Source: an optimization exercise on an open RTL-to-GDS flow (aim: small area, a short achievable clock period and few clock cycles per item). Production flows keep margins and buffers that such runs may drop. In this exercise RTL edits were held to simulation tests only and were not proved equivalent to the original.

==> inputs of job 9849 <==
Design fl_comp, start of the top module:
module fl_comp (
    input  wire               clk,
    input  wire               rst,
    input  wire               in_valid,
    output wire               in_ready,
    input  wire               in_start,      
    input  wire               in_settle,     
    input  wire               in_forced,     
    input  wire               in_ff_en,      
    input  wire signed [23:0] in_p,          
    input  wire        [13:0] in_centre,     
    input  wire signed [8:0]  in_code,       
    input  wire signed [17:0] in_ffd,        
    input  wire signed [23:0] cfg_ki,
    input  wire signed [23:0] cfg_b0,
    input  wire signed [23:0] cfg_b1,
    input  wire signed [23:0] cfg_b2,
    input  wire signed [23:0] cfg_a1,
    input  wire signed [23:0] cfg_a2,
    input  wire        [3:0]  cfg_gsh,
    input  wire        [15:0] cfg_imin,
    input  wire        [15:0] cfg_imax,
    input  wire        [15:0] cfg_dmin,
    input  wire        [15:0] cfg_dmax,
    input  wire        [15:0] cfg_ipre,
    input  wire        [15:0] cfg_ffd_max,
    input  wire               cfg_ovr_int,
    output reg                out_valid,
    output reg         [15:0] out_d,
    output reg                out_dsat_hi,
    output reg                out_dsat_lo,
    output reg                out_hold,
    output reg  signed [17:0] out_x,
    output reg  signed [39:0] out_i
);
Settings: LEC_CHECK=0, ABC_AREA=1, CAP_MARGIN=20, CORE_MARGIN=2, CORE_UTILIZATION=55, SLEW_MARGIN=20; clock period 45.0 ns.
standard.sh (not shown) runs the stock make flow with config.mk's settings and CLKGATE_MAP_FILE= SYNTH_SCRIPT=/design/flow/synth_recipe.tcl, a recipe that flattens the netlist after the stock synthesis.
==> flow/flow/run.sh <==
#!/bin/bash
# The standard layout (the standard.sh) with two changes in how it is made:
#  - Yosys's synth skips its early generic ABC pass (-noabc). The design's
#    carry-save trees are written out as full adders; that pass re-encodes
#    their polarity, so extract_fa then needs an inverter on many adder pins.
#    Registers are untouched; the final ABC mapping runs as usual.
#  - the port buffers are buf_2 cells instead of the default delay-buffer pick.
set -euo pipefail
export SYNTH_ARGS=-noabc
export BUFFER_PORTS_ARGS="-buffer_cell sky130_fd_sc_hd__buf_2"
bash standard.sh > standard_flow.log 2>&1
==> inputs of job 2706, as changes to job 9849 <==
--- a/flow/config.mk
+++ b/flow/config.mk
@@ -8,5 +8,5 @@
 export ABC_AREA = 1
 export CAP_MARGIN = 20
 export CORE_MARGIN = 2
-export CORE_UTILIZATION = 55
-export SLEW_MARGIN = 20
+export CORE_UTILIZATION = 40
+export SLEW_MARGIN = 45
==> notes <==
- Job 9849 produced a clean layout. Job 2706 produced a clean layout.
- Count of clock-buffer cells in the layout: job 9849 is lower than job 2706 (19).
- In job 9849 the non-clock buffer count is lower than in job 2706, by 42.
- Fmax: job 2706 is higher than job 9849 (2.2%).
- Against job 9849, the sequential share of layout area of job 2706 is lower by 0.23 points.
- Clock skew: job 2706 is lower than job 9849 (1.2 ps).
- In synthesized area, job 9849 and job 2706 do not differ.
==> figures <==
	job 9849	job 2706
Status	no timing/DRC/antenna violations	no timing/DRC/antenna violations
Post-layout minimum cycle time	10,630 ps	10,400 ps
Total wirelength of the detailed-routed design	544.1 mm	522.9 mm
Crit path from	cfg_gsh[0]	rdy_q
Worst hold start	s1_dmin[9]	s1_dmin[8]
Endpoint of the worst register-to-register path	i_q[1]	i_q[39]
Flop-to-flop setup slack	34,720 ps	34,710 ps
Total via count after detailed routing	109,500	105,800
Clk pin slew, worst setup/hold paths	70 ps	60 ps
Clock tree buffer count of the final layout	131	150
CTS buffer count	109	112
Slew at the pin with the worst max-slew slack	1389 ps	954.6 ps
Routed wire length per instance	34.15 µm	30.59 µm
Share of layout cells above drive strength 1	8.667%	9.143%
Estimated wirelength of the detail-placed design	387.7 mm	376.9 mm
Max-slew headroom	7.092%	36.15%
Pre-CTS setup slack	33,560 ps	33,690 ps
Multi-input gate area	0.09207 mm²	0.09213 mm²
Fraction of met3 tracks used by global routing	22.16%	14.56%
Testbench counts of job 9849, summed over its fixed seeds: cycles 12,143, items 12,000.
Testbench counts of job 2706, summed over its fixed seeds: cycles 12,143, items 12,000.

==> static timing again, ports no longer ideal <==
Ports are ideal in the flow. The routed layouts listed here were re-timed in OpenROAD.
Step 1 (the two cells are an assumption about what drives the block):
set clk [get_ports {clk}]
set_driving_cell -lib_cell sky130_fd_sc_hd__clkbuf_16 $clk
set_driving_cell -lib_cell sky130_fd_sc_hd__buf_2 [delete_from_list [all_inputs] $clk]
Step 2 moves the port delays by t, midway between the first and last clock arrival at a register: inputs arrive t later, outputs are due t later. That takes back most of the time a late clock gives input paths.
Three values: ideal ports, drivers, drivers and shift; two values: the first two.
| run | shift t [ns] | slack for setup (ns) | cell pins on the clock port's net |
|---|---|---|---|
| job 9849 | 0.923 | 34.368 / 34.447 / 33.523 | 1 |
| job 2706 | 0.993 | 34.598 / 34.485 / 33.714 | 1 |
After both steps setup and hold are still met in every run listed. The setup slack of job 2706, which loses most, moves by -0.113 ns with the drivers and by -0.884 ns with both steps.
